Context: an optimization exercise on an open-source flow, tuned for small area, a short achievable clock period and few clock cycles per item. The choices shown serve that exercise and are no tape-out recipe.
The RTL was checked by simulation tests, not by an equivalence proof against the original design.

==> flow/design.v (excerpt) <==
module rs_c2c3_decoder (
    input  wire         clk,
    input  wire         rst,         
    input  wire         in_valid,
    output wire         in_ready,
    input  wire         in_mode,     
    input  wire [255:0] in_data,
    input  wire [31:0]  in_erase,
    output reg          out_valid,
    input  wire         out_ready,
    output wire [255:0] out_data,
    output wire [31:0]  out_erase,
    output wire [1:0]   out_status
);
For scale: ~3,300 cells after synthesis, ~330 flip-flops, ~30,000 um2 of cells after synthesis.
clock: 25.0 ns
lec_check: 0
cap_margin: 0
core_margin: 2
core_utilization: 55
cts_buf_list: sky130_fd_sc_hd__clkbuf_16
cts_cluster_diameter: 100
cts_cluster_size: 20
slew_margin: 0
standard.sh (not shown) runs the stock make flow with config.mk's settings and CLKGATE_MAP_FILE= SYNTH_SCRIPT=/design/flow/synth_recipe.tcl, a recipe that flattens the netlist after the stock synthesis.
==> flow/flow/run.sh <==
#!/bin/bash
# The standard layout, with plain buffers (not delay cells) on the ports and
# timing repair aiming for slack beyond the clock's, so the layout reaches a
# shorter period than the 25 ns it is built at.
set -euo pipefail
export BUFFER_PORTS_ARGS="-buffer_cell sky130_fd_sc_hd__buf_1"
export SETUP_SLACK_MARGIN=14.70
export TNS_END_PERCENT=100
bash standard.sh > standard.log 2>&1
The baseline produced a clean layout.
Testbench counts at the start, summed over its fixed seeds: cycles 12,008, items 12,000.
Then changed:
--- a/flow/flow/run.sh
+++ b/flow/flow/run.sh
@@ -6,3 +6,3 @@
 export BUFFER_PORTS_ARGS="-buffer_cell sky130_fd_sc_hd__buf_1"
-export SETUP_SLACK_MARGIN=14.70
+export SETUP_SLACK_MARGIN=14.8
 export TNS_END_PERCENT=100
Settings changed: CAP_MARGIN 0 to 20, CORE_UTILIZATION 55 to 62, SLEW_MARGIN 0 to 20.
What happened: The new run completed with no timing, DRC or antenna violations; setup slack degrades by 0.25 ns; first-iteration DRC count increases by well over a third; clock skew decreases by 0.028 ns; hold slack improves by 0.023 ns.
Then changed:
--- a/flow/flow/run.sh
+++ b/flow/flow/run.sh
@@ -6,3 +6,3 @@
 export BUFFER_PORTS_ARGS="-buffer_cell sky130_fd_sc_hd__buf_1"
-export SETUP_SLACK_MARGIN=14.8
+export SETUP_SLACK_MARGIN=14.74
 export TNS_END_PERCENT=100
Settings changed: CAP_MARGIN 20 to 5, CORE_UTILIZATION 62 to 55, SLEW_MARGIN 20 to 5.
=> The new run completed without violations. Via count shrinks by 5.7%. Area after synthesis is unchanged. Die area goes up by 12%. Worst setup slack is better by 0.25 ns. Non-clock buffer count shrinks by 33. Global-route usage goes down by 8.2 points. Final cell count grows by 1.1%. Core utilization went down by 8.7 points.
Then changed:
--- a/flow/flow/run.sh
+++ b/flow/flow/run.sh
@@ -6,3 +6,3 @@
 export BUFFER_PORTS_ARGS="-buffer_cell sky130_fd_sc_hd__buf_1"
-export SETUP_SLACK_MARGIN=14.74
+export SETUP_SLACK_MARGIN=14.8
 export TNS_END_PERCENT=100
Settings changed: CAP_MARGIN 5 to 20, SLEW_MARGIN 5 to 20.
Cell area stays flat; die area is unchanged; utilization rose by 0.13 points; routed wire length is about the same; synthesized area is unchanged; global-route usage hardly moves; setup slack does not change; via count stays flat.

* * *

rs_c2c3_decoder, a different RTL version from the one above (not shown whole).
For scale: about 330 flip-flops, ~590 I/O pins, ~0.030 mm2 of cells after synthesis.
Settings: LEC_CHECK=0, CAP_MARGIN=20, CORE_MARGIN=2, CORE_UTILIZATION=50, CTS_BUF_LIST=sky130_fd_sc_hd__clkbuf_8, CTS_CLUSTER_SIZE=30, SLEW_MARGIN=20; clock period 25.0 ns.
==> flow/flow/run.sh <==
#!/bin/bash
# The standard layout, with plain buffers (not delay cells) on the ports and
# timing repair aiming for slack beyond the clock's, so the layout reaches a
# shorter period than the 25 ns it is built at.
set -euo pipefail
export BUFFER_PORTS_ARGS="-buffer_cell sky130_fd_sc_hd__buf_1"
export SETUP_SLACK_MARGIN=14.65
export TNS_END_PERCENT=100
bash standard.sh > standard.log 2>&1
Testbench counts at the start, summed over its fixed seeds: cycles 12,008, items 12,000.
Then changed:
--- a/flow/flow/run.sh
+++ b/flow/flow/run.sh
@@ -7 +7 @@
-export SETUP_SLACK_MARGIN=14.65
+export SETUP_SLACK_MARGIN=14.8
Settings changed: CORE_UTILIZATION 50 to 55, CTS_BUF_LIST sky130_fd_sc_hd__clkbuf_8 to sky130_fd_sc_hd__clkbuf_16, CTS_CLUSTER_DIAMETER from default to 100, CTS_CLUSTER_SIZE 30 to 20.
What happened: Core utilization grows by 5.0 points. Synthesized area is unchanged. Clock skew is lower by 0.029 ns.
Then changed:
--- a/flow/flow/run.sh
+++ b/flow/flow/run.sh
@@ -6,2 +6,2 @@
-export BUFFER_PORTS_ARGS="-buffer_cell sky130_fd_sc_hd__buf_1"
-export SETUP_SLACK_MARGIN=14.8
+export BUFFER_PORTS_ARGS="-buffer_cell sky130_fd_sc_hd__buf_2"
+export SETUP_SLACK_MARGIN=14.65
Settings changed: CORE_UTILIZATION 55 to 50, CTS_BUF_LIST sky130_fd_sc_hd__clkbuf_16 to default, CTS_CLUSTER_DIAMETER 100 to default, CTS_CLUSTER_SIZE 20 to default.
Outcome: The new run finished clean. First-iteration DRC count fell by 5.1%. Via count is lower by 1.8%. Fmax hardly moves.

[separate check: timing with driven ports]
The flow's constraints put no driver on any port. The routed layouts listed below were extracted and timed again, unchanged, in two steps.
Step 1 assumes that a clkbuf_16 drives the clock port and a buf_2 every other input.
Step 2 moves the port delays by t, midway between the first and last clock arrival at a register: inputs arrive t later, outputs are due t later. That takes back most of the time a late clock gives input paths.
Slacks: no drivers / after step 1 / after step 2; pairs: no drivers / after step 1.
run | shift t [ns] | slack for setup (ns) | worst setup path after step 2
the first run of note 1 | 0.639 | 14.675 / 14.645 / 14.371 | input to register
the second run of note 1 | 0.642 | 14.428 / 14.363 / 14.457 | input to register
the third run of note 1 | 0.641 | 14.675 / 14.645 / 14.415 | input to register
the fourth run of note 1 | 0.640 | 14.675 / 14.645 / 14.488 | input to register
the first run of note 2 | 0.758 | 14.611 / 14.558 / 14.216 | input to register
the second run of note 2 | 0.633 | 14.673 / 14.651 / 14.507 | input to register
the third run of note 2 | 0.633 | 14.659 / 14.623 / 14.266 | input to register
After both steps setup and hold are still met in every run listed. The setup slack of the first run of note 2, which loses most, moves by -0.053 ns with the drivers and by -0.395 ns with both steps.
